Context: an optimization exercise on an open-source flow, tuned for small area and few clock cycles per item. The choices shown serve that exercise and are no tape-out recipe. In this exercise RTL edits were held to simulation tests only and were not proved equivalent to the original. Power figures rest on the tool's default switching activity, not on a simulated workload.

File: flow/config.mk
export PLATFORM = sky130hd
export DESIGN_NAME = je_core
export DESIGN_NICKNAME = je_core
export VERILOG_FILES = /design/flow/design.v
export SDC_FILE = /design/flow/constraint.sdc
export NUM_CORES = 4
export LEC_CHECK = 0
export ABC_AREA = 1
export CAP_MARGIN = 20
export CORE_MARGIN = 2
export CORE_UTILIZATION = 65
export CTS_BUF_LIST = sky130_fd_sc_hd__clkbuf_16
export CTS_CLUSTER_DIAMETER = 100
export CTS_CLUSTER_SIZE = 20
export SLEW_MARGIN = 20
File: flow/constraint.sdc
create_clock -name core_clock -period 20.0 [get_ports {clk}]
set_input_delay 4.0000 -clock core_clock [delete_from_list [all_inputs] [get_ports {clk}]]
set_output_delay 4.0000 -clock core_clock [all_outputs]
set_load 0.01 [all_outputs]
File: flow/design.v
module je_core (
    input  wire        clk,
    input  wire        rst,         
    input  wire        in_valid,
    output wire        in_ready,
    input  wire [39:0] in_instr,    
    input  wire [9:0]  in_smp,      
    output reg         res_valid,
    output reg  [29:0] res_val,
    output wire [4:0]  res_flags    
);
    localparam OP_NOP  = 6'h00, OP_END  = 6'h01, OP_LDW  = 6'h02, OP_STW  = 6'h03,
               OP_LDI  = 6'h04, OP_MOV  = 6'h05, OP_ADD  = 6'h06, OP_SUB  = 6'h07,
               OP_ADDS = 6'h08, OP_SUBS = 6'h09, OP_AND  = 6'h0A, OP_OR   = 6'h0B,
               OP_XOR  = 6'h0C, OP_SHL  = 6'h0D, OP_SHR  = 6'h0E, OP_ASR  = 6'h0F,
               OP_CMP  = 6'h10, OP_MIN  = 6'h11, OP_MAX  = 6'h12, OP_SEL  = 6'h13,
               OP_MUL  = 6'h14, OP_MAC  = 6'h15, OP_ACLR = 6'h16, OP_ASHR = 6'h17,
               OP_AST  = 6'h18;
    localparam K_V = 4'h0, K_W = 4'h1, K_A = 4'h2, K_SMP = 4'h3;
    reg [159:0] v_q;      
    reg [119:0] a_q;      
    reg [639:0] w_q;      
    reg         fz_q, fn_q, fc_q, fv_q, fsat_q;
    reg         ph_q;     
    wire [9:0] s0 = in_instr[9:0];
    wire [9:0] s1 = in_instr[19:10];
    wire [9:0] s2 = in_instr[29:20];
    wire [9:0] s3 = in_instr[39:30];
    wire [5:0] op = rst ? OP_NOP : s0[9:4];
    wire       imm = s0[3];
    wire [2:0] m = s0[2:0];
    wire is_ldw  = (op == OP_LDW);
    wire is_stw  = (op == OP_STW);
    wire is_mac  = (op == OP_MAC);
    wire binop   = (op >= OP_ADD) && (op <= OP_MAC);    
    wire [9:0] qs  = is_stw ? s1 : s3;
    wire [3:0] k2  = s2[9:6];
    wire [3:0] kq  = qs[9:6];
    wire need2 = binop && !imm && (k2 == K_W) && (s3[9:6] == K_W);
    assign in_ready = !(need2 && !ph_q);
    wire go = in_valid && in_ready;
    wire [9:0]  v_p  = v_q[s2[3:0]*10 +: 10];
    wire [9:0]  v_qq = v_q[qs[3:0]*10 +: 10];
    wire [29:0] a_p  = a_q[s2[3:2]*30 +: 30];
    wire [29:0] a_qq = a_q[qs[3:2]*30 +: 30];
    wire [29:0] acc_d = a_q[s1[3:2]*30 +: 30];
    wire [29:0] acc_s = a_p;
    function [9:0] lane;
        input [29:0] a;
        input [1:0]  l;
        lane = (l == 2'd0) ? a[9:0] : (l == 2'd1) ? a[19:10] : a[29:20];
    endfunction
    function [12:0] radd12;           
        input [11:0] u, v;
        input        ci;
        reg c; integer k;
        begin
            c = ci;
            for (k = 0; k < 12; k = k + 1) begin
                radd12[k] = u[k] ^ v[k] ^ c;
                c = (u[k] & v[k]) | (c & (u[k] ^ v[k]));
            end
            radd12[12] = c;
        end
    endfunction
    function [30:0] radd30;           
        input [29:0] u, v;
        input        ci;
        reg c; integer k;
        begin
            c = ci;
            for (k = 0; k < 30; k = k + 1) begin
                radd30[k] = u[k] ^ v[k] ^ c;
                c = (u[k] & v[k]) | (c & (u[k] ^ v[k]));
            end
            radd30[30] = c;
        end
    endfunction
    function [29:0] rinc30;           
        input [29:0] u;
        input        ci;
        reg c; integer k;
        begin
            c = ci;
            for (k = 0; k < 30; k = k + 1) begin
                rinc30[k] = u[k] ^ c;
                c = u[k] & c;
            end
        end
    endfunction
    wire [5:0] idx   = (k2 == K_V) ? v_p[5:0] : 6'd0;
    function [5:0] cla6;
        input [5:0] u, v;
        reg [5:0] g, pr, c;
        reg       t;
        integer i, j, k;
        begin
            g = u & v; pr = u ^ v;
            for (i = 0; i < 6; i = i + 1) begin
                c[i] = 1'b0;
                for (j = 0; j < i; j = j + 1) begin
                    t = g[j];
                    for (k = j + 1; k < i; k = k + 1) t = t & pr[k];
                    c[i] = c[i] | t;
                end
            end
            cla6 = pr ^ c;
        end
    endfunction
    wire [5:0]  waddr   = cla6(idx, s3[5:0]);
    wire       q_w   = (kq == K_W) && !imm;
    wire [5:0] wra   = is_ldw ? waddr :
                       (q_w && !(need2 && !ph_q)) ? qs[5:0] : s2[5:0];
    wire [9:0] w_rd  = w_q[wra*10 +: 10];
    reg [9:0] opa, qv;
    always @(*) begin
        case (k2)
            K_V:     opa = v_p;
            K_W:     opa = ph_q ? res_val[9:0] : w_rd;    
            K_A:     opa = lane(a_p, s2[1:0]);
            K_SMP:   opa = in_smp;
            default: opa = 10'd0;
        endcase
        case (kq)
            K_V:     qv = v_qq;
            K_W:     qv = w_rd;
            K_A:     qv = lane(a_qq, qs[1:0]);
            K_SMP:   qv = in_smp;
            default: qv = 10'd0;
        endcase
    end
    wire [9:0] opb  = imm ? s3 : qv;
    wire [9:0] src1 = qv;
    reg cond_true;
    always @(*) begin
        case (s1[9:6])
            4'h0: cond_true = 1'b1;
            4'h1: cond_true = fz_q;
            4'h2: cond_true = !fz_q;
            4'h3: cond_true = fc_q;
            4'h4: cond_true = !fc_q;
            4'h5: cond_true = fn_q;
            4'h6: cond_true = !fn_q;
            4'h7: cond_true = fv_q;
            4'h8: cond_true = !fv_q;
            4'h9: cond_true = fc_q && !fz_q;
            4'hA: cond_true = !fc_q || fz_q;
            4'hB: cond_true = (fn_q == fv_q);
            4'hC: cond_true = (fn_q != fv_q);
            4'hD: cond_true = !fz_q && (fn_q == fv_q);
            4'hE: cond_true = fz_q || (fn_q != fv_q);
            default: cond_true = fsat_q;
        endcase
    end
    wire        u_mod = m[0];
    wire        satop = (op == OP_ADDS) || (op == OP_SUBS);
    wire        mmop  = (op == OP_MIN) || (op == OP_MAX);
    wire        sx    = (satop || mmop) && !u_mod;           
    wire        sub   = (op == OP_SUB) || (op == OP_CMP) || (op == OP_SUBS) || mmop;
    wire [11:0] ea    = {{2{sx & opa[9]}}, opa};
    wire [11:0] eb    = {{2{sx & opb[9]}}, opb} ^ {12{sub}};
    wire [12:0] t_c   = radd12(ea, eb, sub);
    wire [11:0] t     = t_c[11:0];
    wire [9:0]  r10   = t[9:0];
    wire        lt    = t[11];                                
    reg  [9:0]  sat_r;
    reg         sat_v;
    always @(*) begin
        if (u_mod) begin
            if (t[11])          begin sat_r = 10'd0;    sat_v = 1'b1; end
            else if (t[10])     begin sat_r = 10'h3FF;  sat_v = 1'b1; end
            else                begin sat_r = r10;      sat_v = 1'b0; end
        end else begin
            if (t[11] && !(t[10] && t[9]))      begin sat_r = 10'h200; sat_v = 1'b1; end
            else if (!t[11] && (t[10] || t[9])) begin sat_r = 10'h1FF; sat_v = 1'b1; end
            else                                begin sat_r = r10;     sat_v = 1'b0; end
        end
    end
    wire        is_shl = (op == OP_SHL);
    wire        is_asr = (op == OP_ASR);
    wire [9:0]  a_rev  = {opa[0], opa[1], opa[2], opa[3], opa[4], opa[5], opa[6], opa[7], opa[8], opa[9]};
    wire [9:0]  sh_in  = is_shl ? a_rev : opa;
    wire        sh_fill = is_asr & opa[9];
    wire [3:0]  sh_n   = (|opb[9:4]) ? 4'd15 : opb[3:0];
    wire [10:0] sh_y;                  
    wire [9:0]  sh_yr  = sh_y[10:1];
    wire [9:0]  sh_r   = is_shl ? {sh_yr[0], sh_yr[1], sh_yr[2], sh_yr[3], sh_yr[4], sh_yr[5], sh_yr[6], sh_yr[7], sh_yr[8], sh_yr[9]} : sh_yr;
    wire        sh_c   = sh_y[0];
    wire [1:0]  mode = m[1:0];
    wire        msa  = (mode != 2'b01) & opa[9];
    wire        msb  = (mode == 2'b00) & opb[9];
    wire [10:0] mx = {msa, opa};
    wire [10:0] my = {msb, opb};
    wire [30:0] mt_acc = is_mac ? {acc_d[29], acc_d} : 31'd0;
    wire [30:0] mt_ra, mt_rb;
    wire mt_pp0_0 = mx[0] & my[0];
    wire mt_pp0_1 = mx[0] & my[1];
    wire mt_pp0_2 = mx[0] & my[2];
    wire mt_pp0_3 = mx[0] & my[3];
    wire mt_pp0_4 = mx[0] & my[4];
    wire mt_pp0_5 = mx[0] & my[5];
    wire mt_pp0_6 = mx[0] & my[6];
    wire mt_pp0_7 = mx[0] & my[7];
    wire mt_pp0_8 = mx[0] & my[8];
    wire mt_pp0_9 = mx[0] & my[9];
    wire mt_pp0_10 = ~(mx[0] & my[10]);
    wire mt_pp1_0 = mx[1] & my[0];
    wire mt_pp1_1 = mx[1] & my[1];
    wire mt_pp1_2 = mx[1] & my[2];
    wire mt_pp1_3 = mx[1] & my[3];
    wire mt_pp1_4 = mx[1] & my[4];
    wire mt_pp1_5 = mx[1] & my[5];
    wire mt_pp1_6 = mx[1] & my[6];
    wire mt_pp1_7 = mx[1] & my[7];
    wire mt_pp1_8 = mx[1] & my[8];
    wire mt_pp1_9 = mx[1] & my[9];
    wire mt_pp1_10 = ~(mx[1] & my[10]);
    wire mt_pp2_0 = mx[2] & my[0];
    wire mt_pp2_1 = mx[2] & my[1];
    wire mt_pp2_2 = mx[2] & my[2];
    wire mt_pp2_3 = mx[2] & my[3];
    wire mt_pp2_4 = mx[2] & my[4];
    wire mt_pp2_5 = mx[2] & my[5];
    wire mt_pp2_6 = mx[2] & my[6];
    wire mt_pp2_7 = mx[2] & my[7];
    wire mt_pp2_8 = mx[2] & my[8];
    wire mt_pp2_9 = mx[2] & my[9];
    wire mt_pp2_10 = ~(mx[2] & my[10]);
    wire mt_pp3_0 = mx[3] & my[0];
    wire mt_pp3_1 = mx[3] & my[1];
    wire mt_pp3_2 = mx[3] & my[2];
    wire mt_pp3_3 = mx[3] & my[3];
    wire mt_pp3_4 = mx[3] & my[4];
    wire mt_pp3_5 = mx[3] & my[5];
    wire mt_pp3_6 = mx[3] & my[6];
    wire mt_pp3_7 = mx[3] & my[7];
    wire mt_pp3_8 = mx[3] & my[8];
    wire mt_pp3_9 = mx[3] & my[9];
    wire mt_pp3_10 = ~(mx[3] & my[10]);
    wire mt_pp4_0 = mx[4] & my[0];
    wire mt_pp4_1 = mx[4] & my[1];
    wire mt_pp4_2 = mx[4] & my[2];
    wire mt_pp4_3 = mx[4] & my[3];
    wire mt_pp4_4 = mx[4] & my[4];
    wire mt_pp4_5 = mx[4] & my[5];
    wire mt_pp4_6 = mx[4] & my[6];
    wire mt_pp4_7 = mx[4] & my[7];
    wire mt_pp4_8 = mx[4] & my[8];
    wire mt_pp4_9 = mx[4] & my[9];
    wire mt_pp4_10 = ~(mx[4] & my[10]);
    wire mt_pp5_0 = mx[5] & my[0];
    wire mt_pp5_1 = mx[5] & my[1];
    wire mt_pp5_2 = mx[5] & my[2];
    wire mt_pp5_3 = mx[5] & my[3];
    wire mt_pp5_4 = mx[5] & my[4];
    wire mt_pp5_5 = mx[5] & my[5];
    wire mt_pp5_6 = mx[5] & my[6];
    wire mt_pp5_7 = mx[5] & my[7];
    wire mt_pp5_8 = mx[5] & my[8];
    wire mt_pp5_9 = mx[5] & my[9];
    wire mt_pp5_10 = ~(mx[5] & my[10]);
    wire mt_pp6_0 = mx[6] & my[0];
    wire mt_pp6_1 = mx[6] & my[1];
    wire mt_pp6_2 = mx[6] & my[2];
    wire mt_pp6_3 = mx[6] & my[3];
    wire mt_pp6_4 = mx[6] & my[4];
    wire mt_pp6_5 = mx[6] & my[5];
    wire mt_pp6_6 = mx[6] & my[6];
    wire mt_pp6_7 = mx[6] & my[7];
    wire mt_pp6_8 = mx[6] & my[8];
    wire mt_pp6_9 = mx[6] & my[9];
    wire mt_pp6_10 = ~(mx[6] & my[10]);
    wire mt_pp7_0 = mx[7] & my[0];
    wire mt_pp7_1 = mx[7] & my[1];
    wire mt_pp7_2 = mx[7] & my[2];
    wire mt_pp7_3 = mx[7] & my[3];
    wire mt_pp7_4 = mx[7] & my[4];
    wire mt_pp7_5 = mx[7] & my[5];
    wire mt_pp7_6 = mx[7] & my[6];
    wire mt_pp7_7 = mx[7] & my[7];
    wire mt_pp7_8 = mx[7] & my[8];
    wire mt_pp7_9 = mx[7] & my[9];
    wire mt_pp7_10 = ~(mx[7] & my[10]);
    wire mt_pp8_0 = mx[8] & my[0];
    wire mt_pp8_1 = mx[8] & my[1];
    wire mt_pp8_2 = mx[8] & my[2];
    wire mt_pp8_3 = mx[8] & my[3];
    wire mt_pp8_4 = mx[8] & my[4];
    wire mt_pp8_5 = mx[8] & my[5];
    wire mt_pp8_6 = mx[8] & my[6];
    wire mt_pp8_7 = mx[8] & my[7];
    wire mt_pp8_8 = mx[8] & my[8];
    wire mt_pp8_9 = mx[8] & my[9];
    wire mt_pp8_10 = ~(mx[8] & my[10]);
    wire mt_pp9_0 = mx[9] & my[0];
    wire mt_pp9_1 = mx[9] & my[1];
    wire mt_pp9_2 = mx[9] & my[2];
    wire mt_pp9_3 = mx[9] & my[3];
    wire mt_pp9_4 = mx[9] & my[4];
    wire mt_pp9_5 = mx[9] & my[5];
    wire mt_pp9_6 = mx[9] & my[6];
    wire mt_pp9_7 = mx[9] & my[7];
    wire mt_pp9_8 = mx[9] & my[8];
    wire mt_pp9_9 = mx[9] & my[9];
    wire mt_pp9_10 = ~(mx[9] & my[10]);
    wire mt_pp10_0 = ~(mx[10] & my[0]);
    wire mt_pp10_1 = ~(mx[10] & my[1]);
    wire mt_pp10_2 = ~(mx[10] & my[2]);
    wire mt_pp10_3 = ~(mx[10] & my[3]);
    wire mt_pp10_4 = ~(mx[10] & my[4]);
    wire mt_pp10_5 = ~(mx[10] & my[5]);
    wire mt_pp10_6 = ~(mx[10] & my[6]);
    wire mt_pp10_7 = ~(mx[10] & my[7]);
    wire mt_pp10_8 = ~(mx[10] & my[8]);
    wire mt_pp10_9 = ~(mx[10] & my[9]);
    wire mt_pp10_10 = mx[10] & my[10];
    wire mt_s0 = mt_acc[8] ^ mt_pp8_0;
    wire mt_c0 = mt_acc[8] & mt_pp8_0;
    wire mt_s1 = mt_acc[9] ^ mt_pp9_0 ^ mt_pp8_1;
    wire mt_c1 = (mt_acc[9] & mt_pp9_0) | (mt_acc[9] & mt_pp8_1) | (mt_pp9_0 & mt_pp8_1);
    wire mt_s2 = mt_pp7_2 ^ mt_pp6_3;
    wire mt_c2 = mt_pp7_2 & mt_pp6_3;
    wire mt_s3 = mt_acc[10] ^ mt_pp10_0 ^ mt_pp9_1;
    wire mt_c3 = (mt_acc[10] & mt_pp10_0) | (mt_acc[10] & mt_pp9_1) | (mt_pp10_0 & mt_pp9_1);
    wire mt_s4 = mt_pp8_2 ^ mt_pp7_3 ^ mt_pp6_4;
    wire mt_c4 = (mt_pp8_2 & mt_pp7_3) | (mt_pp8_2 & mt_pp6_4) | (mt_pp7_3 & mt_pp6_4);
    wire mt_s5 = mt_pp5_5 ^ mt_pp4_6;
    wire mt_c5 = mt_pp5_5 & mt_pp4_6;
    wire mt_s6 = 1'b1 ^ mt_acc[11] ^ mt_pp10_1;
    wire mt_c6 = (1'b1 & mt_acc[11]) | (1'b1 & mt_pp10_1) | (mt_acc[11] & mt_pp10_1);
    wire mt_s7 = mt_pp9_2 ^ mt_pp8_3 ^ mt_pp7_4;
    wire mt_c7 = (mt_pp9_2 & mt_pp8_3) | (mt_pp9_2 & mt_pp7_4) | (mt_pp8_3 & mt_pp7_4);
    wire mt_s8 = mt_pp6_5 ^ mt_pp5_6 ^ mt_pp4_7;
    wire mt_c8 = (mt_pp6_5 & mt_pp5_6) | (mt_pp6_5 & mt_pp4_7) | (mt_pp5_6 & mt_pp4_7);
    wire mt_s9 = mt_acc[12] ^ mt_pp10_2 ^ mt_pp9_3;
    wire mt_c9 = (mt_acc[12] & mt_pp10_2) | (mt_acc[12] & mt_pp9_3) | (mt_pp10_2 & mt_pp9_3);
    wire mt_s10 = mt_pp8_4 ^ mt_pp7_5 ^ mt_pp6_6;
    wire mt_c10 = (mt_pp8_4 & mt_pp7_5) | (mt_pp8_4 & mt_pp6_6) | (mt_pp7_5 & mt_pp6_6);
    wire mt_s11 = mt_acc[13] ^ mt_pp10_3 ^ mt_pp9_4;
    wire mt_c11 = (mt_acc[13] & mt_pp10_3) | (mt_acc[13] & mt_pp9_4) | (mt_pp10_3 & mt_pp9_4);
    wire mt_s12 = mt_acc[5] ^ mt_pp5_0;
    wire mt_c12 = mt_acc[5] & mt_pp5_0;
    wire mt_s13 = mt_acc[6] ^ mt_pp6_0 ^ mt_pp5_1;
    wire mt_c13 = (mt_acc[6] & mt_pp6_0) | (mt_acc[6] & mt_pp5_1) | (mt_pp6_0 & mt_pp5_1);
    wire mt_s14 = mt_pp4_2 ^ mt_pp3_3;
    wire mt_c14 = mt_pp4_2 & mt_pp3_3;
    wire mt_s15 = mt_acc[7] ^ mt_pp7_0 ^ mt_pp6_1;
    wire mt_c15 = (mt_acc[7] & mt_pp7_0) | (mt_acc[7] & mt_pp6_1) | (mt_pp7_0 & mt_pp6_1);
    wire mt_s16 = mt_pp5_2 ^ mt_pp4_3 ^ mt_pp3_4;
    wire mt_c16 = (mt_pp5_2 & mt_pp4_3) | (mt_pp5_2 & mt_pp3_4) | (mt_pp4_3 & mt_pp3_4);
    wire mt_s17 = mt_pp2_5 ^ mt_pp1_6;
    wire mt_c17 = mt_pp2_5 & mt_pp1_6;
    wire mt_s18 = mt_pp7_1 ^ mt_pp6_2 ^ mt_pp5_3;
    wire mt_c18 = (mt_pp7_1 & mt_pp6_2) | (mt_pp7_1 & mt_pp5_3) | (mt_pp6_2 & mt_pp5_3);
    wire mt_s19 = mt_pp4_4 ^ mt_pp3_5 ^ mt_pp2_6;
    wire mt_c19 = (mt_pp4_4 & mt_pp3_5) | (mt_pp4_4 & mt_pp2_6) | (mt_pp3_5 & mt_pp2_6);
    wire mt_s20 = mt_pp1_7 ^ mt_pp0_8 ^ mt_s0;
    wire mt_c20 = (mt_pp1_7 & mt_pp0_8) | (mt_pp1_7 & mt_s0) | (mt_pp0_8 & mt_s0);
    wire mt_s21 = mt_pp5_4 ^ mt_pp4_5 ^ mt_pp3_6;
    wire mt_c21 = (mt_pp5_4 & mt_pp4_5) | (mt_pp5_4 & mt_pp3_6) | (mt_pp4_5 & mt_pp3_6);
    wire mt_s22 = mt_pp2_7 ^ mt_pp1_8 ^ mt_pp0_9;
    wire mt_c22 = (mt_pp2_7 & mt_pp1_8) | (mt_pp2_7 & mt_pp0_9) | (mt_pp1_8 & mt_pp0_9);
    wire mt_s23 = mt_s2 ^ mt_s1 ^ mt_c0;
    wire mt_c23 = (mt_s2 & mt_s1) | (mt_s2 & mt_c0) | (mt_s1 & mt_c0);
    wire mt_s24 = mt_pp3_7 ^ mt_pp2_8 ^ mt_pp1_9;
    wire mt_c24 = (mt_pp3_7 & mt_pp2_8) | (mt_pp3_7 & mt_pp1_9) | (mt_pp2_8 & mt_pp1_9);
    wire mt_s25 = mt_pp0_10 ^ mt_s5 ^ mt_s4;
    wire mt_c25 = (mt_pp0_10 & mt_s5) | (mt_pp0_10 & mt_s4) | (mt_s5 & mt_s4);
    wire mt_s26 = mt_s3 ^ mt_c2 ^ mt_c1;
    wire mt_c26 = (mt_s3 & mt_c2) | (mt_s3 & mt_c1) | (mt_c2 & mt_c1);
    wire mt_s27 = mt_pp3_8 ^ mt_pp2_9 ^ mt_pp1_10;
    wire mt_c27 = (mt_pp3_8 & mt_pp2_9) | (mt_pp3_8 & mt_pp1_10) | (mt_pp2_9 & mt_pp1_10);
    wire mt_s28 = mt_s8 ^ mt_s7 ^ mt_s6;
    wire mt_c28 = (mt_s8 & mt_s7) | (mt_s8 & mt_s6) | (mt_s7 & mt_s6);
    wire mt_s29 = mt_c5 ^ mt_c4 ^ mt_c3;
    wire mt_c29 = (mt_c5 & mt_c4) | (mt_c5 & mt_c3) | (mt_c4 & mt_c3);
    wire mt_s30 = mt_pp5_7 ^ mt_pp4_8 ^ mt_pp3_9;
    wire mt_c30 = (mt_pp5_7 & mt_pp4_8) | (mt_pp5_7 & mt_pp3_9) | (mt_pp4_8 & mt_pp3_9);
    wire mt_s31 = mt_pp2_10 ^ mt_s10 ^ mt_s9;
    wire mt_c31 = (mt_pp2_10 & mt_s10) | (mt_pp2_10 & mt_s9) | (mt_s10 & mt_s9);
    wire mt_s32 = mt_c8 ^ mt_c7 ^ mt_c6;
    wire mt_c32 = (mt_c8 & mt_c7) | (mt_c8 & mt_c6) | (mt_c7 & mt_c6);
    wire mt_s33 = mt_pp8_5 ^ mt_pp7_6 ^ mt_pp6_7;
    wire mt_c33 = (mt_pp8_5 & mt_pp7_6) | (mt_pp8_5 & mt_pp6_7) | (mt_pp7_6 & mt_pp6_7);
    wire mt_s34 = mt_pp5_8 ^ mt_pp4_9 ^ mt_pp3_10;
    wire mt_c34 = (mt_pp5_8 & mt_pp4_9) | (mt_pp5_8 & mt_pp3_10) | (mt_pp4_9 & mt_pp3_10);
    wire mt_s35 = mt_s11 ^ mt_c10 ^ mt_c9;
    wire mt_c35 = (mt_s11 & mt_c10) | (mt_s11 & mt_c9) | (mt_c10 & mt_c9);
    wire mt_s36 = mt_acc[14] ^ mt_pp10_4 ^ mt_pp9_5;
    wire mt_c36 = (mt_acc[14] & mt_pp10_4) | (mt_acc[14] & mt_pp9_5) | (mt_pp10_4 & mt_pp9_5);
    wire mt_s37 = mt_pp8_6 ^ mt_pp7_7 ^ mt_pp6_8;
    wire mt_c37 = (mt_pp8_6 & mt_pp7_7) | (mt_pp8_6 & mt_pp6_8) | (mt_pp7_7 & mt_pp6_8);
    wire mt_s38 = mt_pp5_9 ^ mt_pp4_10 ^ mt_c11;
    wire mt_c38 = (mt_pp5_9 & mt_pp4_10) | (mt_pp5_9 & mt_c11) | (mt_pp4_10 & mt_c11);
    wire mt_s39 = mt_acc[15] ^ mt_pp10_5 ^ mt_pp9_6;
    wire mt_c39 = (mt_acc[15] & mt_pp10_5) | (mt_acc[15] & mt_pp9_6) | (mt_pp10_5 & mt_pp9_6);
    wire mt_s40 = mt_pp8_7 ^ mt_pp7_8 ^ mt_pp6_9;
    wire mt_c40 = (mt_pp8_7 & mt_pp7_8) | (mt_pp8_7 & mt_pp6_9) | (mt_pp7_8 & mt_pp6_9);
    wire mt_s41 = mt_acc[16] ^ mt_pp10_6 ^ mt_pp9_7;
    wire mt_c41 = (mt_acc[16] & mt_pp10_6) | (mt_acc[16] & mt_pp9_7) | (mt_pp10_6 & mt_pp9_7);
    wire mt_s42 = mt_acc[3] ^ mt_pp3_0;
    wire mt_c42 = mt_acc[3] & mt_pp3_0;
    wire mt_s43 = mt_acc[4] ^ mt_pp4_0 ^ mt_pp3_1;
    wire mt_c43 = (mt_acc[4] & mt_pp4_0) | (mt_acc[4] & mt_pp3_1) | (mt_pp4_0 & mt_pp3_1);
    wire mt_s44 = mt_pp2_2 ^ mt_pp1_3;
    wire mt_c44 = mt_pp2_2 & mt_pp1_3;
    wire mt_s45 = mt_pp4_1 ^ mt_pp3_2 ^ mt_pp2_3;
    wire mt_c45 = (mt_pp4_1 & mt_pp3_2) | (mt_pp4_1 & mt_pp2_3) | (mt_pp3_2 & mt_pp2_3);
    wire mt_s46 = mt_pp1_4 ^ mt_pp0_5 ^ mt_s12;
    wire mt_c46 = (mt_pp1_4 & mt_pp0_5) | (mt_pp1_4 & mt_s12) | (mt_pp0_5 & mt_s12);
    wire mt_s47 = mt_pp2_4 ^ mt_pp1_5 ^ mt_pp0_6;
    wire mt_c47 = (mt_pp2_4 & mt_pp1_5) | (mt_pp2_4 & mt_pp0_6) | (mt_pp1_5 & mt_pp0_6);
    wire mt_s48 = mt_s14 ^ mt_s13 ^ mt_c12;
    wire mt_c48 = (mt_s14 & mt_s13) | (mt_s14 & mt_c12) | (mt_s13 & mt_c12);
    wire mt_s49 = mt_pp0_7 ^ mt_s17 ^ mt_s16;
    wire mt_c49 = (mt_pp0_7 & mt_s17) | (mt_pp0_7 & mt_s16) | (mt_s17 & mt_s16);
    wire mt_s50 = mt_s15 ^ mt_c14 ^ mt_c13;
    wire mt_c50 = (mt_s15 & mt_c14) | (mt_s15 & mt_c13) | (mt_c14 & mt_c13);
    wire mt_s51 = mt_s20 ^ mt_s19 ^ mt_s18;
    wire mt_c51 = (mt_s20 & mt_s19) | (mt_s20 & mt_s18) | (mt_s19 & mt_s18);
    wire mt_s52 = mt_c17 ^ mt_c16 ^ mt_c15;
    wire mt_c52 = (mt_c17 & mt_c16) | (mt_c17 & mt_c15) | (mt_c16 & mt_c15);
    wire mt_s53 = mt_s23 ^ mt_s22 ^ mt_s21;
    wire mt_c53 = (mt_s23 & mt_s22) | (mt_s23 & mt_s21) | (mt_s22 & mt_s21);
    wire mt_s54 = mt_c20 ^ mt_c19 ^ mt_c18;
    wire mt_c54 = (mt_c20 & mt_c19) | (mt_c20 & mt_c18) | (mt_c19 & mt_c18);
    wire mt_s55 = mt_s26 ^ mt_s25 ^ mt_s24;
    wire mt_c55 = (mt_s26 & mt_s25) | (mt_s26 & mt_s24) | (mt_s25 & mt_s24);
    wire mt_s56 = mt_c23 ^ mt_c22 ^ mt_c21;
    wire mt_c56 = (mt_c23 & mt_c22) | (mt_c23 & mt_c21) | (mt_c22 & mt_c21);
    wire mt_s57 = mt_s29 ^ mt_s28 ^ mt_s27;
    wire mt_c57 = (mt_s29 & mt_s28) | (mt_s29 & mt_s27) | (mt_s28 & mt_s27);
    wire mt_s58 = mt_c26 ^ mt_c25 ^ mt_c24;
    wire mt_c58 = (mt_c26 & mt_c25) | (mt_c26 & mt_c24) | (mt_c25 & mt_c24);
    wire mt_s59 = mt_s32 ^ mt_s31 ^ mt_s30;
    wire mt_c59 = (mt_s32 & mt_s31) | (mt_s32 & mt_s30) | (mt_s31 & mt_s30);
    wire mt_s60 = mt_c29 ^ mt_c28 ^ mt_c27;
    wire mt_c60 = (mt_c29 & mt_c28) | (mt_c29 & mt_c27) | (mt_c28 & mt_c27);
    wire mt_s61 = mt_s35 ^ mt_s34 ^ mt_s33;
    wire mt_c61 = (mt_s35 & mt_s34) | (mt_s35 & mt_s33) | (mt_s34 & mt_s33);
    wire mt_s62 = mt_c32 ^ mt_c31 ^ mt_c30;
    wire mt_c62 = (mt_c32 & mt_c31) | (mt_c32 & mt_c30) | (mt_c31 & mt_c30);
    wire mt_s63 = mt_s38 ^ mt_s37 ^ mt_s36;
    wire mt_c63 = (mt_s38 & mt_s37) | (mt_s38 & mt_s36) | (mt_s37 & mt_s36);
    wire mt_s64 = mt_c35 ^ mt_c34 ^ mt_c33;
    wire mt_c64 = (mt_c35 & mt_c34) | (mt_c35 & mt_c33) | (mt_c34 & mt_c33);
    wire mt_s65 = mt_pp5_10 ^ mt_s40 ^ mt_s39;
    wire mt_c65 = (mt_pp5_10 & mt_s40) | (mt_pp5_10 & mt_s39) | (mt_s40 & mt_s39);
    wire mt_s66 = mt_c38 ^ mt_c37 ^ mt_c36;
    wire mt_c66 = (mt_c38 & mt_c37) | (mt_c38 & mt_c36) | (mt_c37 & mt_c36);
    wire mt_s67 = mt_pp8_8 ^ mt_pp7_9 ^ mt_pp6_10;
    wire mt_c67 = (mt_pp8_8 & mt_pp7_9) | (mt_pp8_8 & mt_pp6_10) | (mt_pp7_9 & mt_pp6_10);
    wire mt_s68 = mt_s41 ^ mt_c40 ^ mt_c39;
    wire mt_c68 = (mt_s41 & mt_c40) | (mt_s41 & mt_c39) | (mt_c40 & mt_c39);
    wire mt_s69 = mt_acc[17] ^ mt_pp10_7 ^ mt_pp9_8;
    wire mt_c69 = (mt_acc[17] & mt_pp10_7) | (mt_acc[17] & mt_pp9_8) | (mt_pp10_7 & mt_pp9_8);
    wire mt_s70 = mt_pp8_9 ^ mt_pp7_10 ^ mt_c41;
    wire mt_c70 = (mt_pp8_9 & mt_pp7_10) | (mt_pp8_9 & mt_c41) | (mt_pp7_10 & mt_c41);
    wire mt_s71 = mt_acc[18] ^ mt_pp10_8 ^ mt_pp9_9;
    wire mt_c71 = (mt_acc[18] & mt_pp10_8) | (mt_acc[18] & mt_pp9_9) | (mt_pp10_8 & mt_pp9_9);
    wire mt_s72 = mt_acc[2] ^ mt_pp2_0;
    wire mt_c72 = mt_acc[2] & mt_pp2_0;
    wire mt_s73 = mt_pp2_1 ^ mt_pp1_2 ^ mt_pp0_3;
    wire mt_c73 = (mt_pp2_1 & mt_pp1_2) | (mt_pp2_1 & mt_pp0_3) | (mt_pp1_2 & mt_pp0_3);
    wire mt_s74 = mt_pp0_4 ^ mt_s44 ^ mt_s43;
    wire mt_c74 = (mt_pp0_4 & mt_s44) | (mt_pp0_4 & mt_s43) | (mt_s44 & mt_s43);
    wire mt_s75 = mt_s46 ^ mt_s45 ^ mt_c44;
    wire mt_c75 = (mt_s46 & mt_s45) | (mt_s46 & mt_c44) | (mt_s45 & mt_c44);
    wire mt_s76 = mt_s48 ^ mt_s47 ^ mt_c46;
    wire mt_c76 = (mt_s48 & mt_s47) | (mt_s48 & mt_c46) | (mt_s47 & mt_c46);
    wire mt_s77 = mt_s50 ^ mt_s49 ^ mt_c48;
    wire mt_c77 = (mt_s50 & mt_s49) | (mt_s50 & mt_c48) | (mt_s49 & mt_c48);
    wire mt_s78 = mt_s52 ^ mt_s51 ^ mt_c50;
    wire mt_c78 = (mt_s52 & mt_s51) | (mt_s52 & mt_c50) | (mt_s51 & mt_c50);
    wire mt_s79 = mt_s54 ^ mt_s53 ^ mt_c52;
    wire mt_c79 = (mt_s54 & mt_s53) | (mt_s54 & mt_c52) | (mt_s53 & mt_c52);
    wire mt_s80 = mt_s56 ^ mt_s55 ^ mt_c54;
    wire mt_c80 = (mt_s56 & mt_s55) | (mt_s56 & mt_c54) | (mt_s55 & mt_c54);
    wire mt_s81 = mt_s58 ^ mt_s57 ^ mt_c56;
    wire mt_c81 = (mt_s58 & mt_s57) | (mt_s58 & mt_c56) | (mt_s57 & mt_c56);
    wire mt_s82 = mt_s60 ^ mt_s59 ^ mt_c58;
    wire mt_c82 = (mt_s60 & mt_s59) | (mt_s60 & mt_c58) | (mt_s59 & mt_c58);
    wire mt_s83 = mt_s62 ^ mt_s61 ^ mt_c60;
    wire mt_c83 = (mt_s62 & mt_s61) | (mt_s62 & mt_c60) | (mt_s61 & mt_c60);
    wire mt_s84 = mt_s64 ^ mt_s63 ^ mt_c62;
    wire mt_c84 = (mt_s64 & mt_s63) | (mt_s64 & mt_c62) | (mt_s63 & mt_c62);
    wire mt_s85 = mt_s66 ^ mt_s65 ^ mt_c64;
    wire mt_c85 = (mt_s66 & mt_s65) | (mt_s66 & mt_c64) | (mt_s65 & mt_c64);
    wire mt_s86 = mt_s68 ^ mt_s67 ^ mt_c66;
    wire mt_c86 = (mt_s68 & mt_s67) | (mt_s68 & mt_c66) | (mt_s67 & mt_c66);
    wire mt_s87 = mt_s70 ^ mt_s69 ^ mt_c68;
    wire mt_c87 = (mt_s70 & mt_s69) | (mt_s70 & mt_c68) | (mt_s69 & mt_c68);
    wire mt_s88 = mt_pp8_10 ^ mt_s71 ^ mt_c70;
    wire mt_c88 = (mt_pp8_10 & mt_s71) | (mt_pp8_10 & mt_c70) | (mt_s71 & mt_c70);
    wire mt_s89 = mt_acc[19] ^ mt_pp10_9 ^ mt_pp9_10;
    wire mt_c89 = (mt_acc[19] & mt_pp10_9) | (mt_acc[19] & mt_pp9_10) | (mt_pp10_9 & mt_pp9_10);
    wire mt_s90 = mt_acc[1] ^ mt_pp1_0;
    wire mt_c90 = mt_acc[1] & mt_pp1_0;
    wire mt_s91 = mt_pp1_1 ^ mt_pp0_2 ^ mt_s72;
    wire mt_c91 = (mt_pp1_1 & mt_pp0_2) | (mt_pp1_1 & mt_s72) | (mt_pp0_2 & mt_s72);
    wire mt_s92 = mt_s42 ^ mt_s73 ^ mt_c72;
    wire mt_c92 = (mt_s42 & mt_s73) | (mt_s42 & mt_c72) | (mt_s73 & mt_c72);
    wire mt_s93 = mt_c42 ^ mt_s74 ^ mt_c73;
    wire mt_c93 = (mt_c42 & mt_s74) | (mt_c42 & mt_c73) | (mt_s74 & mt_c73);
    wire mt_s94 = mt_c43 ^ mt_s75 ^ mt_c74;
    wire mt_c94 = (mt_c43 & mt_s75) | (mt_c43 & mt_c74) | (mt_s75 & mt_c74);
    wire mt_s95 = mt_c45 ^ mt_s76 ^ mt_c75;
    wire mt_c95 = (mt_c45 & mt_s76) | (mt_c45 & mt_c75) | (mt_s76 & mt_c75);
    wire mt_s96 = mt_c47 ^ mt_s77 ^ mt_c76;
    wire mt_c96 = (mt_c47 & mt_s77) | (mt_c47 & mt_c76) | (mt_s77 & mt_c76);
    wire mt_s97 = mt_c49 ^ mt_s78 ^ mt_c77;
    wire mt_c97 = (mt_c49 & mt_s78) | (mt_c49 & mt_c77) | (mt_s78 & mt_c77);
    wire mt_s98 = mt_c51 ^ mt_s79 ^ mt_c78;
    wire mt_c98 = (mt_c51 & mt_s79) | (mt_c51 & mt_c78) | (mt_s79 & mt_c78);
    wire mt_s99 = mt_c53 ^ mt_s80 ^ mt_c79;
    wire mt_c99 = (mt_c53 & mt_s80) | (mt_c53 & mt_c79) | (mt_s80 & mt_c79);
    wire mt_s100 = mt_c55 ^ mt_s81 ^ mt_c80;
    wire mt_c100 = (mt_c55 & mt_s81) | (mt_c55 & mt_c80) | (mt_s81 & mt_c80);
    wire mt_s101 = mt_c57 ^ mt_s82 ^ mt_c81;
    wire mt_c101 = (mt_c57 & mt_s82) | (mt_c57 & mt_c81) | (mt_s82 & mt_c81);
    wire mt_s102 = mt_c59 ^ mt_s83 ^ mt_c82;
    wire mt_c102 = (mt_c59 & mt_s83) | (mt_c59 & mt_c82) | (mt_s83 & mt_c82);
    wire mt_s103 = mt_c61 ^ mt_s84 ^ mt_c83;
    wire mt_c103 = (mt_c61 & mt_s84) | (mt_c61 & mt_c83) | (mt_s84 & mt_c83);
    wire mt_s104 = mt_c63 ^ mt_s85 ^ mt_c84;
    wire mt_c104 = (mt_c63 & mt_s85) | (mt_c63 & mt_c84) | (mt_s85 & mt_c84);
    wire mt_s105 = mt_c65 ^ mt_s86 ^ mt_c85;
    wire mt_c105 = (mt_c65 & mt_s86) | (mt_c65 & mt_c85) | (mt_s86 & mt_c85);
    wire mt_s106 = mt_c67 ^ mt_s87 ^ mt_c86;
    wire mt_c106 = (mt_c67 & mt_s87) | (mt_c67 & mt_c86) | (mt_s87 & mt_c86);
    wire mt_s107 = mt_c69 ^ mt_s88 ^ mt_c87;
    wire mt_c107 = (mt_c69 & mt_s88) | (mt_c69 & mt_c87) | (mt_s88 & mt_c87);
    wire mt_s108 = mt_c71 ^ mt_s89 ^ mt_c88;
    wire mt_c108 = (mt_c71 & mt_s89) | (mt_c71 & mt_c88) | (mt_s89 & mt_c88);
    wire mt_s109 = mt_acc[20] ^ mt_pp10_10 ^ mt_c89;
    wire mt_c109 = (mt_acc[20] & mt_pp10_10) | (mt_acc[20] & mt_c89) | (mt_pp10_10 & mt_c89);
    wire mt_s110 = 1'b1 ^ mt_acc[21];
    wire mt_c110 = 1'b1 & mt_acc[21];
    wire mt_s111 = 1'b1 ^ mt_acc[22];
    wire mt_c111 = 1'b1 & mt_acc[22];
    wire mt_s112 = 1'b1 ^ mt_acc[23];
    wire mt_c112 = 1'b1 & mt_acc[23];
    wire mt_s113 = 1'b1 ^ mt_acc[24];
    wire mt_c113 = 1'b1 & mt_acc[24];
    wire mt_s114 = 1'b1 ^ mt_acc[25];
    wire mt_c114 = 1'b1 & mt_acc[25];
    wire mt_s115 = 1'b1 ^ mt_acc[26];
    wire mt_c115 = 1'b1 & mt_acc[26];
    wire mt_s116 = 1'b1 ^ mt_acc[27];
    wire mt_c116 = 1'b1 & mt_acc[27];
    wire mt_s117 = 1'b1 ^ mt_acc[28];
    wire mt_c117 = 1'b1 & mt_acc[28];
    wire mt_s118 = 1'b1 ^ mt_acc[29];
    wire mt_c118 = 1'b1 & mt_acc[29];
    wire mt_s119 = 1'b1 ^ mt_acc[30];
    wire mt_c119 = 1'b1 & mt_acc[30];
    assign mt_ra = {mt_c118, mt_c117, mt_c116, mt_c115, mt_c114, mt_c113, mt_c112, mt_c111, mt_c110, mt_c109, mt_c108, mt_c107, mt_c106, mt_c105, mt_c104, mt_c103, mt_c102, mt_c101, mt_c100, mt_c99, mt_c98, mt_c97, mt_c96, mt_c95, mt_c94, mt_c93, mt_c92, mt_c91, mt_c90, mt_s90, mt_pp0_0};
    assign mt_rb = {mt_s119, mt_s118, mt_s117, mt_s116, mt_s115, mt_s114, mt_s113, mt_s112, mt_s111, mt_s110, mt_s109, mt_s108, mt_s107, mt_s106, mt_s105, mt_s104, mt_s103, mt_s102, mt_s101, mt_s100, mt_s99, mt_s98, mt_s97, mt_s96, mt_s95, mt_s94, mt_s93, mt_s92, mt_s91, mt_pp0_1, mt_acc[0]};
    function [31:0] rblk;             
        input [30:0] u, v;
        input integer lo, hi;
        reg c; integer k;
        begin
            rblk = 32'd0; c = 1'b0;
            for (k = lo; k <= hi; k = k + 1) begin
                rblk[k] = u[k] ^ v[k] ^ c;
                c = (u[k] & v[k]) | (c & (u[k] ^ v[k]));
            end
            rblk[31] = c;
        end
    endfunction
    function [31:0] iblk;             
        input [31:0] x;
        input integer lo, hi;
        reg c; integer k;
        begin
            iblk = x; c = 1'b1;
            for (k = lo; k <= hi; k = k + 1) begin
                iblk[k] = x[k] ^ c;
                c = x[k] & c;
            end
            iblk[31] = x[31] | c;
        end
    endfunction
    wire [31:0] cs_b0  = rblk(mt_ra, mt_rb, 0, 7);
    wire [31:0] cs_b1  = rblk(mt_ra, mt_rb, 8, 15);
    wire [31:0] cs_b1i = iblk(cs_b1, 8, 15);
    wire [31:0] cs_b2  = rblk(mt_ra, mt_rb, 16, 23);
    wire [31:0] cs_b2i = iblk(cs_b2, 16, 23);
    wire [31:0] cs_b3  = rblk(mt_ra, mt_rb, 24, 30);
    wire [31:0] cs_b3i = iblk(cs_b3, 24, 30);
    wire        cs_c8  = cs_b0[31];
    wire        cs_c16 = cs_c8  ? cs_b1i[31] : cs_b1[31];
    wire        cs_c24 = cs_c16 ? cs_b2i[31] : cs_b2[31];
    wire [30:0] mac_c  = {cs_c24 ? cs_b3i[30:24] : cs_b3[30:24],
                          cs_c16 ? cs_b2i[23:16] : cs_b2[23:16],
                          cs_c8  ? cs_b1i[15:8]  : cs_b1[15:8],
                          cs_b0[7:0]};
    wire        mac_z  = ~|cs_b0[7:0] &
                         (cs_c8  ? ~|cs_b1i[15:8]  : ~|cs_b1[15:8]) &
                         (cs_c16 ? ~|cs_b2i[23:16] : ~|cs_b2[23:16]) &
                         (cs_c24 ? ~|cs_b3i[30:24] : ~|cs_b3[30:24]);
    wire [29:0] prod30 = mac_c[29:0];           
    wire        mac_hi = !mac_c[30] && mac_c[29];
    wire        mac_lo = mac_c[30] && !mac_c[29];
    wire [29:0] mac_t  = mac_c[29:0];
    wire [29:0] mac_r  = mac_hi ? 30'h1FFFFFFF : mac_lo ? 30'h20000000 : mac_t[29:0];
    wire [4:0]  ashr_k = ((|opb[9:5]) || (opb[4:0] > 5'd28)) ? 5'd29 : opb[4:0];
    wire        is_ashr = (op == OP_ASHR);
    wire [4:0]  sh_amt = is_ashr ? ashr_k : {1'b0, sh_n};
    wire [30:0] sh_src = is_ashr ? {acc_d, 1'b0} : {sh_in, 21'd0};
    wire        sh_f   = is_ashr ? acc_d[29] : sh_fill;
    wire [61:0] sh_e   = {{31{sh_f}}, sh_src};
    wire [30:0] ashr_s = sh_e[sh_amt +: 31];
    assign      sh_y   = ashr_s[30:20];
    wire [29:0] ashr_r = rinc30(ashr_s[30:1], m[0] & ashr_s[0]);
    reg  [9:0]  ast_r;
    reg         ast_v;
    always @(*) begin
        if (u_mod) begin
            if (acc_s[29])                         begin ast_r = 10'd0;      ast_v = 1'b1; end
            else if (acc_s[28:10] != 19'd0)        begin ast_r = 10'd1023;   ast_v = 1'b1; end
            else                                   begin ast_r = acc_s[9:0]; ast_v = 1'b0; end
        end else begin
            if (acc_s[29] && !(&acc_s[28:9]))      begin ast_r = 10'h200;    ast_v = 1'b1; end
            else if (!acc_s[29] && (|acc_s[28:9])) begin ast_r = 10'h1FF;    ast_v = 1'b1; end
            else                                   begin ast_r = acc_s[9:0]; ast_v = 1'b0; end
        end
    end
    wire [29:0] ldi_r = u_mod ? {10'd0, s2, s3} : {{10{s2[9]}}, s2, s3};
    reg        wr_v, wr_a, wr_w, end_visit;
    reg        sw_a, sw_b, sw_w, sw_add, sw_and, sw_xor, sw_sh, sw_ast;
    reg        sa_mm, sa_ldi, sa_ashr;
    reg        nz_w, nz_a;
    reg        c_wr, v_wr;
    reg        c_new, v_new;
    reg        sat_or;
    always @(*) begin
        wr_v = 1'b0; wr_a = 1'b0; wr_w = 1'b0; end_visit = 1'b0;
        sw_a = 1'b0; sw_b = 1'b0; sw_w = 1'b0; sw_add = 1'b0;
        sw_and = 1'b0; sw_xor = 1'b0; sw_sh = 1'b0; sw_ast = 1'b0;
        sa_mm = 1'b0; sa_ldi = 1'b0; sa_ashr = 1'b0;
        nz_w = 1'b0; nz_a = 1'b0;
        c_wr = 1'b0; v_wr = 1'b0; c_new = 1'b0; v_new = 1'b0;
        sat_or = 1'b0;
        case (op)
            OP_END:  end_visit = 1'b1;
            OP_LDW:  begin wr_v = 1'b1; sw_w = 1'b1; nz_w = 1'b1; end
            OP_STW:  begin wr_w = 1'b1; sw_b = 1'b1; end         
            OP_LDI:  begin wr_a = 1'b1; sa_ldi = 1'b1; end
            OP_MOV:  begin wr_v = 1'b1; sw_b = 1'b1; nz_w = 1'b1; end
            OP_ADD:  begin
                wr_v = 1'b1; sw_add = 1'b1; nz_w = 1'b1;
                c_wr = 1'b1; c_new = t[10];
                v_wr = 1'b1; v_new = (opa[9] == opb[9]) && (r10[9] != opa[9]);
            end
            OP_SUB, OP_CMP: begin
                wr_v = (op == OP_SUB); sw_add = 1'b1; nz_w = 1'b1;
                c_wr = 1'b1; c_new = !lt;
                v_wr = 1'b1; v_new = (opa[9] != opb[9]) && (r10[9] != opa[9]);
            end
            OP_ADDS, OP_SUBS: begin
                wr_v = 1'b1; sw_add = 1'b1; nz_w = 1'b1;
                c_wr = 1'b1; v_wr = 1'b1; v_new = sat_v; sat_or = 1'b1;
            end
            OP_AND:  begin wr_v = 1'b1; sw_and = 1'b1; nz_w = 1'b1; c_wr = 1'b1; v_wr = 1'b1; end
            OP_OR:   begin wr_v = 1'b1; sw_and = 1'b1; sw_xor = 1'b1; nz_w = 1'b1; c_wr = 1'b1; v_wr = 1'b1; end
            OP_XOR:  begin wr_v = 1'b1; sw_xor = 1'b1; nz_w = 1'b1; c_wr = 1'b1; v_wr = 1'b1; end
            OP_SHL, OP_SHR, OP_ASR: begin
                wr_v = 1'b1; sw_sh = 1'b1; nz_w = 1'b1; c_wr = 1'b1; c_new = sh_c; v_wr = 1'b1;
            end
            OP_MIN:  begin wr_v = 1'b1; sw_a = lt; sw_b = !lt; nz_w = 1'b1; c_wr = 1'b1; v_wr = 1'b1; end
            OP_MAX:  begin wr_v = 1'b1; sw_a = !lt; sw_b = lt; nz_w = 1'b1; c_wr = 1'b1; v_wr = 1'b1; end
            OP_SEL:  begin wr_v = 1'b1; sw_a = cond_true; sw_b = !cond_true; end
            OP_MUL:  begin wr_a = 1'b1; sa_mm = 1'b1; nz_a = 1'b1; end
            OP_MAC:  begin
                wr_a = 1'b1; sa_mm = 1'b1; nz_a = 1'b1;
                v_wr = 1'b1; v_new = mac_hi || mac_lo; sat_or = 1'b1;
            end
            OP_ACLR: begin wr_a = 1'b1; end
            OP_ASHR: begin wr_a = 1'b1; sa_ashr = 1'b1; nz_a = 1'b1; end
            OP_AST:  begin
                wr_v = 1'b1; sw_ast = 1'b1; nz_w = 1'b1;
                v_wr = 1'b1; v_new = ast_v; sat_or = 1'b1;
            end
            default: ;
        endcase
    end
    wire [9:0]  add_w  = satop ? sat_r : r10;
    wire [9:0]  word_r = ({10{sw_a}}   & opa) |
                         ({10{sw_b}}   & opb) |
                         ({10{sw_w}}   & w_rd) |
                         ({10{sw_add}} & add_w) |
                         ({10{sw_and}} & (opa & opb)) |
                         ({10{sw_xor}} & (opa ^ opb)) |
                         ({10{sw_sh}}  & sh_r) |
                         ({10{sw_ast}} & ast_r);
    wire [29:0] acc_o  = ({30{sa_ldi}}  & ldi_r) |
                         ({30{sa_ashr}} & ashr_r);
    wire [29:0] acc_r  = ({30{sa_mm}}   & mac_r) |
                         ({30{sa_ldi}}  & ldi_r) |
                         ({30{sa_ashr}} & ashr_r);
    wire [29:0] any_r  = {acc_o[29:10], acc_o[9:0] | word_r};
    wire fz_n   = end_visit ? 1'b0 : (nz_w || nz_a) ? ((any_r == 30'd0) && (!sa_mm || mac_z)) : fz_q;
    wire fn_n   = end_visit ? 1'b0 : nz_w ? word_r[9] : nz_a ? acc_r[29] : fn_q;
    wire fc_n   = end_visit ? 1'b0 : c_wr ? c_new : fc_q;
    wire fv_n   = end_visit ? 1'b0 : v_wr ? v_new : fv_q;
    wire fsat_n = end_visit ? 1'b0 : fsat_q | (sat_or & v_new);
    wire        clr_va = rst || (go && end_visit);
    wire [9:0]  vdat   = word_r;       
    wire [29:0] adat   = acc_r;
    wire [9:0]  wdat   = word_r;
    genvar gi;
    generate
        for (gi = 0; gi < 16; gi = gi + 1) begin : g_v
            always @(posedge clk)
                if (clr_va || (go && wr_v && s1[3:0] == gi))
                    v_q[gi*10 +: 10] <= vdat;
        end
        for (gi = 0; gi < 4; gi = gi + 1) begin : g_a
            always @(posedge clk)
                if (clr_va || (go && wr_a && s1[3:2] == gi))
                    a_q[gi*30 +: 30] <= adat;
        end
        for (gi = 0; gi < 64; gi = gi + 1) begin : g_w
            always @(posedge clk)
                if (rst || (go && wr_w && waddr == gi))
                    w_q[gi*10 +: 10] <= wdat;
        end
    endgenerate
    always @(posedge clk) begin
        if (rst) begin
            fz_q   <= 1'b0;
            fn_q   <= 1'b0;
            fc_q   <= 1'b0;
            fv_q   <= 1'b0;
            fsat_q <= 1'b0;
        end else if (go) begin
            fz_q   <= fz_n;
            fn_q   <= fn_n;
            fc_q   <= fc_n;
            fv_q   <= fv_n;
            fsat_q <= fsat_n;
        end
    end
    assign res_flags = {fsat_q, fv_q, fc_q, fn_q, fz_q};
    always @(posedge clk) begin
        if (rst) ph_q <= 1'b0;
        else     ph_q <= in_valid && need2 && !ph_q;
    end
    always @(posedge clk) begin
        res_valid <= !rst && go;
        res_val   <= {acc_r[29:10], (need2 && !ph_q) ? w_rd : (acc_r[9:0] | (word_r & {10{op != OP_CMP}}))};
    end
endmodule
File: flow/run.sh
#!/bin/bash
# synth_recipe.tcl (not shown) runs the flow's synth.tcl, then flattens the netlist and writes it again
# the make line also repeats each setting of config.mk as NAME=value (left out here)
make -C /OpenROAD-flow-scripts/flow DESIGN_CONFIG=/design/flow/config.mk WORK_HOME=/design/flow/orfs CLKGATE_MAP_FILE= SYNTH_SCRIPT=/design/flow/synth_recipe.tcl finish
==> results of run 1 <==
state kept, by name (all words and copies together), names as in the netlist:
register / cells
res_valid: 1
fn_q: 1
fz_q: 1
a_q: 120
fc_q: 1
w_q: 640
v_q: 160
res_val: 30
fsat_q: 1
ph_q: 1
fv_q: 1
per-layer routing:
layer | track usage, % | wire [um] | part of all wire, %
met5 | 0 | 30 | 0.017
met4 | 17.6 | 9240 | 5.3
met3 | 11.5 | 26000 | 15
met2 | 61.5 | 75500 | 43
met1 | 59.1 | 64700 | 37
power groups by stage:
stage / registers (mW) / logic (mW) / clock network, mW
finish: 2.59 / 1.33 / 1.14
CTS: 2.58 / 1.28 / 1.14
global placement: 2.62 / 1.25 / 0
floorplan: 2.62 / 0.788 / 0
detailed placement: 2.63 / 1.27 / 0
global route: 2.61 / 1.43 / 1.21
critical path: cells and delay by family:
family,cells,cell delay (ns)
adders and majority gates,16,6.51
xor gates and xnor gates,1,0.59
and+or+nand+nor,12,2.76
AOI/OAI and AO/OA,10,2.46
buffers and inverters,16,3.67
synth_stat cells (31+ instances only):
master | count | share of area [%]
sky130_fd_sc_hd__a21oi_1 | 152 | 1.5
sky130_fd_sc_hd__a221oi_1 | 68 | 1.1
sky130_fd_sc_hd__a31oi_1 | 31 | 0.37
sky130_fd_sc_hd__buf_2 | 95 | 0.91
sky130_fd_sc_hd__buf_4 | 40 | 0.57
sky130_fd_sc_hd__clkbuf_1 | 161 | 1.2
sky130_fd_sc_hd__dfxtp_1 | 37 | 1.4
sky130_fd_sc_hd__edfxtp_1 | 920 | 53
sky130_fd_sc_hd__fa_1 | 136 | 5.2
sky130_fd_sc_hd__ha_1 | 87 | 2.1
sky130_fd_sc_hd__inv_1 | 423 | 3.0
sky130_fd_sc_hd__nand2_1 | 1315 | 9.4
sky130_fd_sc_hd__nand3_1 | 860 | 8.2
sky130_fd_sc_hd__nor2_1 | 301 | 2.2
sky130_fd_sc_hd__nor3_1 | 33 | 0.32
sky130_fd_sc_hd__o211ai_1 | 79 | 1.1
sky130_fd_sc_hd__o21ai_0 | 379 | 3.6
sky130_fd_sc_hd__o221ai_1 | 50 | 0.84
sky130_fd_sc_hd__o22ai_1 | 51 | 0.61
path summary, 6_finish.rpt:
check / endpoint / slack [ns]
worst max-delay path: a_q[70] / 0.38
worst min register to register: fz_q / 0.48
worst max register to register: a_q[70] / 4.54
worst min-delay path: fz_q / 0.48
logic make-up (layout without fill, tap and decap cells):
| group | after synthesis | count (layout) |
|---|---|---|
| other cells | 0 | 1 |
| mux | 2 | 2 |
| xor+xnor | 14 | 14 |
| compound gates | 923 | 923 |
| flops | 957 | 957 |
| simple gates | 2581 | 2581 |
| fa+ha+maj | 223 | 223 |
| buf+inv | 798 | 847 |
cell usage in the layout (no fill, tap or decap), types with 86 or more instances in the layout:
cell type	n
sky130_fd_sc_hd__inv_1	445
sky130_fd_sc_hd__fa_1	136
sky130_fd_sc_hd__nor2_1	298
sky130_fd_sc_hd__nand3_1	853
sky130_fd_sc_hd__clkdlybuf4s50_1	86
sky130_fd_sc_hd__nand2_1	1312
sky130_fd_sc_hd__ha_1	87
sky130_fd_sc_hd__buf_4	192
sky130_fd_sc_hd__a21oi_1	152
sky130_fd_sc_hd__edfxtp_1	920
sky130_fd_sc_hd__o21ai_0	371
final cells by class:
| cell class | count | share of cell area, % |
|---|---|---|
| sequential | 957 | 50.1 |
| multi-input combinational | 3743 | 37.1 |
| timing repair buffer | 293 | 4.52 |
| inverter | 466 | 3.11 |
| clock buffer | 54 | 2.39 |
| tap | 1060 | 2.34 |
| clock inverter | 34 | 0.378 |
| antenna | 1 | 0.00442 |
timing repair:
action	CTS	global route
hold buffers	0	0
gates resized for setup	0	3
setup buffers	0	0
setup endpoints to repair	0	50
per-stage QoR:
step | hold slack [ns] | instances | setup WS, ns | util [%] | total power [mW]
floorplan | 0.457 | 5498 | 3.93 | - | 3.41
global placement | 0.473 | 6517 | 0.345 | 68.5 | 3.87
detailed placement | 0.473 | 6517 | 0.208 | 68.6 | 3.90
CTS | 0.486 | 6605 | 0.848 | 70.5 | 5.01
global route | 0.521 | 6607 | 0.0172 | 70.6 | 5.24
finish | 0.483 | 6608 | 0.378 | 70.6 | 5.06
==> impl_summary.txt, run 1 <==
----------------------------------------------------
[Run status]
  Run status ... no timing/DRC/antenna violations

[Critical path]
  Most prevalent standard cell on the critical path ... sky130_fd_sc_hd__fa_1
  Worst endpoint data arrival time ... around 20 ns
  Startpoint of the most critical register-to-register path ... v_q[40]
  Type of destination of the critical path ... flop
  Type of origin of the critical path ... input port
  Crit Path Class ... in2reg
  Cells on worst reg2reg path ... between 50 and 60
  Required time at the worst-slack endpoint ... ~20 ns
  Crit path max-delay cell type ... sky130_fd_sc_hd__o21ai_0
  Largest stage delay on the critical path ... 0.67 ns
  Crit. Startpoint ... in_instr[21]
  Largest fanout on the critical path ... 34

[Place]
  Post-DP Area ... around 0.055 mm2
  Final weighted congestion of routability-driven global placement ... 1.10
  DP HPWL ... roughly 120000 um
  Number of input and output port buffers inserted ... 88

[Yosys]
  Net count after synthesis ... 5774
  Post-synth top flop ... sky130_fd_sc_hd__edfxtp_1
  Cell variety after synth ... 63
  Share of the synthesized netlist area taken by xor and xnor gates ... 0.234%
  Total number of yosys warnings ... 1
  Gate count of the mapped netlist ... ~5500
  Dominant combinational cell family by area after synthesis ... simple AND/OR/NAND/NOR gates
  Adder and majority gate portion of the synthesized area ... roughly 7.3%
  Post-synth design cell area ... about 0.052 mm2
  Mux share of post-synthesis cell area ... less than 1%
  Fraction of registers with async set or reset after synthesis ... 0%
  Simple-gate portion of the synthesized area ... 21.1%
  Synthesis-stage register bit count ... 957
  Proportion of synthesized chip area in sequential cells ... between 50% and 60%
  Synthesized area per cell ... roughly 9.5 um2
  Count of flip-flops with a built-in enable after synthesis ... between 900 and 1000
  Post-synthesis compound-gate area fraction ... 10.9%

[Die]
  Placeable core region ... between 0.08 and 0.09 mm2
  Number of top-level pins ... 90
  Die boundary height ... about 290 um
  Row count ... between 100 and 150
  Total Die Area ... approximately 0.083 mm2
  Width of the die ... around 290 um
  Initial Util ... about 65%

[Routing]
  Iter 0 DRT Violations ... 7548
  Detailed-route DRC error count ... 0
  Post-route antenna net violation count ... 0
  Final routed wirelength across all metal layers ... between 150000 and 200000 um
  First-pass iteration count of the detailed router ... 9
  Detailed-route via count ... approximately 44000
  Average routed wire per standard cell ... around 27 um
  Number of vias per cell after detailed routing ... around 6.7

[Clock network]
  Source-to-sink clock delay at the later pin of the worst-skew pair ... ~0.7 ns
  H-tree level count ... 2
  Clock slew at the register clock pins of the worst setup and hold paths ... 0.09 ns
  CTS tree ... done
  Clk sinks ... 957
  CTS Buffer Depth ... 3
  CTS root buf ... sky130_fd_sc_hd__clkbuf_16
  Total CTS buffers ... 54

[Timing]
  Pins over their slew limit ... 0
  Sum of negative setup slack ... 0 ns
  Worst slew slack as a fraction of its limit ... 21.5%
  Final min period ... about 20 ns
  Post-Route Skew ... 0.0772 ns
  Endpoints failing hold ... 0
  RSZ-0062 raised after global routing ... no
  Ratio of final minimum period to clock period ... 98.1%
  Maximum achievable frequency ... 51.0 MHz
  Transition time of the tightest slew-check pin ... 1.16 ns
  Final setup violation count ... 0

[Finish]
  Final instance area ... between 0.05 and 0.06 mm2
  Multi-input gate area in the final layout ... 0.0210 mm2
  Fraction of final layout cells with drive strength greater than 1 ... under 10%
  Number of nets in the final layout ... 5791
  Layout filler cell count ... roughly 6100
  Area growth from synthesis to layout ... 7.99%
  FF+latch area ... 0.0284 mm2

[Pwr]
  Combinational Power Share ... between 20% and 30%
  Net Switching ... around 1.7 mW
  Leak Pwr ... about 22 nW
  Internal power ... around 3.4 mW
  Share of power burned in the clock network ... roughly 23%
  Worst IR drop on VDD ... 0.103 mV
  Switching power as a share of total power ... between 30% and 40%
  Sequential share of power ... 51.1%
  Power density over cell area ... ~89 mW/mm2

[Hold path]
  Startpoint of the lowest-slack hold path ... fz_q
  Number of instances on the worst hold path ... 2
  Min-Delay Path Class ... reg2reg

[Global route]
  Wire length of the first global-routing pass ... roughly 250000 um
  Largest net degree at the start of global routing ... 108
  GR Overflow Total ... 0
  Number of global-route vias before repair ... 40315
  Number of antenna violations at the first check in global routing ... 2
  Overall Global Routing Usage ... between 40% and 50%

[Run]
  Max-capacitance violation count ... 0

----------------------------------------------------
Testbench counts, summed over its fixed seeds: cycles 24,284, items 24,000.
==> inputs of run 2 (changes only) <==
--- a/flow/config.mk
+++ b/flow/config.mk
@@ -8,7 +8,7 @@
 export ABC_AREA = 1
 export CAP_MARGIN = 20
 export CORE_MARGIN = 2
-export CORE_UTILIZATION = 65
+export CORE_UTILIZATION = 70
 export CTS_BUF_LIST = sky130_fd_sc_hd__clkbuf_16
 export CTS_CLUSTER_DIAMETER = 100
 export CTS_CLUSTER_SIZE = 20
==> run 2 against run 1 <==
Compared with the run above: sequential power hardly changed; worst hold slack better by 0.022 ns; synthesized cell count unchanged; wire length up 2.3%; cell area shrank 0.20%; critical endpoint is now fz_q.
==> impl_summary.txt, run 2 <==
----------------------------------------------------
[Pwr]
  Leak Pwr ... 22.5 nW (was 22.4 nW)
  Worst IR drop on VDD ... 0.0894 mV (was 0.103 mV)
  Power density over cell area ... 89.9 mW/mm2 (was 89.4 mW/mm2)

[Die]
  Row count ... 100 (was 104)
  Total Die Area ... 0.0771 mm2 (was 0.0829 mm2)
  Initial Util ... 70.5% (was 65.4%)
  Placeable core region ... 0.0743 mm2 (was 0.0802 mm2)
  Die boundary height ... 278 um (was 288 um)

[Timing]
  Final min period ... 19.41 ns (was 19.62 ns)
  Transition time of the tightest slew-check pin ... 1.16 ns (about the same)
  Sum of negative setup slack ... 0 ns (unchanged)
  Final setup violation count ... 0 (unchanged)
  Worst slew slack as a fraction of its limit ... 21.9% (was 21.5%)
  Setup slack after layout ... 0.595 ns (was 0.378 ns)
  Post-Route Skew ... 0.0614 ns (was 0.0772 ns)

[Yosys]
  Simple-gate portion of the synthesized area ... 21.1% (unchanged)
  Post-synth design cell area ... 0.0524 mm2 (unchanged)
  Fraction of registers with async set or reset after synthesis ... 0% (unchanged)
  Share of the synthesized netlist area taken by xor and xnor gates ... 0.234% (unchanged)
  Most area-consuming cells after synthesis ... sky130_fd_sc_hd__edfxtp_1 53%, sky130_fd_sc_hd__nand2_1 9.4%, sky130_fd_sc_hd__nand3_1 8.2% (unchanged)
  Dominant combinational cell family by area after synthesis ... simple AND/OR/NAND/NOR gates (unchanged)
  Mux share of post-synthesis cell area ... 0.0382% (unchanged)
  Cell variety after synth ... 63 (unchanged)
  Top cells by count, synth ... 1315 x sky130_fd_sc_hd__nand2_1, 920 x sky130_fd_sc_hd__edfxtp_1, 860 x sky130_fd_sc_hd__nand3_1 (unchanged)
  Total number of yosys warnings ... 1 (unchanged)
  Adder and majority gate portion of the synthesized area ... 7.27% (unchanged)
  Synthesized area per cell ... 9.53 um2 (unchanged)
  Gate count of the mapped netlist ... 5498 (unchanged)
  Cell with the most instances after synthesis ... sky130_fd_sc_hd__nand2_1 (unchanged)

[Global route]
  Gr busiest metal ... met2 (unchanged)
  Number of global-route vias before repair ... 42709 (was 40315)
  Met2 layer usage reported by global route ... 68.0% (was 61.5%)
  Number of antenna violations at the first check in global routing ... 9 (was 2)
  Overall Global Routing Usage ... 46.0% (was 41.9%)
  Met1 global-route usage ... 62.3% (was 59.1%)

[Finish]
  Number of diodes added for antenna fixing ... 0 (was 1)
  FF+latch area ... 0.0284 mm2 (unchanged)
  Commonest non-fill, non-tap cells in the layout ... 1312 x sky130_fd_sc_hd__nand2_1, 920 x sky130_fd_sc_hd__edfxtp_1, 853 x sky130_fd_sc_hd__nand3_1 (unchanged)
  Biggest register ... w_q (unchanged)
  Layout filler cell count ... 4890 (was 6070)
  Multi-input gate area in the final layout ... 0.0210 mm2 (about the same)
  Area growth from synthesis to layout ... 7.77% (was 7.99%)
  Post-route non-filler standard cell count ... 6522 (was 6608)

[Clock network]
  Number of gates resized after cts ... 0 (unchanged)
  Clock slew at the register clock pins of the worst setup and hold paths ... 0.09 ns (about the same)
  Hold bufs inserted after CTS ... 0 (unchanged)
  Buffers inserted by post-CTS timing repair ... 0 (unchanged)
  CTS Buffer Depth ... 3 (unchanged)
  Total CTS buffers ... 54 (unchanged)
  CTS tree ... done (unchanged)
  Source-to-sink clock delay at the later pin of the worst-skew pair ... 0.69 ns (about the same)
  CTS root buf ... sky130_fd_sc_hd__clkbuf_16 (unchanged)

[Routing]
  Number of vias per cell after detailed routing ... 6.99 (was 6.69)
  Iter 0 DRT Violations ... 8533 (was 7548)
  Post-route antenna net violation count ... 0 (unchanged)
  Detailed-route DRC error count ... 0 (unchanged)
  First-pass iteration count of the detailed router ... 10 (was 9)

[Critical path]
  Worst endpoint data arrival time ... 20.02 ns (was 20.06 ns)
  Crit path max-delay cell type ... sky130_fd_sc_hd__clkinv_1 (was sky130_fd_sc_hd__o21ai_0)
  Reg-to-reg setup timing slack ... 4.55 ns (was 4.54 ns)
  Required time at the worst-slack endpoint ... 20.61 ns (was 20.44 ns)
  Crit Path Class ... in2reg (unchanged)
  Largest stage delay on the critical path ... 0.53 ns (was 0.67 ns)
  Startpoint of the most critical register-to-register path ... v_q[40] (unchanged)
  Type of destination of the critical path ... flop (unchanged)
  Most prevalent standard cell on the critical path ... sky130_fd_sc_hd__ha_1 (was sky130_fd_sc_hd__fa_1)

[Place]
  Number of input and output port buffers inserted ... 88 (unchanged)
  DP HPWL ... 122000 um (was 119000 um)
  Number of placed instances, taps included ... 6418 (was 6517)

[Run]
  Max-capacitance violation count ... 0 (unchanged)

[Run status]
  Run status ... no timing/DRC/antenna violations (unchanged)

----------------------------------------------------
==> run 2: final cells by class <==
type,count,area share (%)
multi-input cells,3743,37.2
clock buffers,54,2.39
flip-flops and latches,957,50.2
clock inverters,47,0.417
well taps,969,2.15
repair buffers,286,4.52
inverters,466,3.10
==> run 2: per-layer routing <==
metal  wire length, um  vias to the layer above  share of wire [%]
li1                  -                    19238                  -
met1             61700                    21215                 34
met2             76700                     4334                 43
met3             29900                      757                 17
met4             10900                       16                6.1
met5               116                        -              0.065
==> run 2: worst min-delay path by stage <==
stage | startpoint | to | slack, ns | cells after the start
2_1_floorplan | fz_q | fz_q | 0.46 | 2
3_3_place_gp | fz_q | fz_q | 0.48 | 2
3_5_place_dp | fz_q | fz_q | 0.49 | 2
4_1_cts | fz_q | fz_q | 0.50 | 2
5_1_grt | fz_q | fz_q | 0.51 | 2
6_report | fz_q | fz_q | 0.50 | 2
==> run 2: critical path: cells and delay by family <==
kind            cells  cell delay, ns
xor+xnor            1            0.53
compound gates     11            2.88
simple gates       21            3.98
buf+inv             6            1.98
fa+ha+maj          31            6.61
==> run 2: through the flow <==
step	utilization, %	cell area (um2)	power, mW
6_report	76.0	56500	5.07
5_1_grt	76.0	56500	5.23
4_1_cts	75.9	56400	4.99
3_5_place_dp	73.8	54800	3.89
3_3_place_gp	73.7	54800	3.85
2_1_floorplan	-	52400	3.41
==> run 2: cells by family after synthesis <==
group,count (synthesis)
buffers and inverters,798
XOR/XNOR,14
multiplexers,2
AND/OR/NAND/NOR,2581
flip-flops,957
adder cells (fa/ha/maj),223
AO/OA/AOI/OAI,923
==> run 2: power by group <==
part / internal, mW / switching [mW]
combinational: 0.389 / 0.942
sequential: 2.51 / 0.0888
clock: 0.496 / 0.647

Check on run 2: ideal ports give 0.595 ns setup slack; a clkbuf_16 on the clock port and buf_2 on the inputs give 0.635 ns; moving port delays by the midpoint clock arrival (0.726 ns) as well gives -0.091 ns.
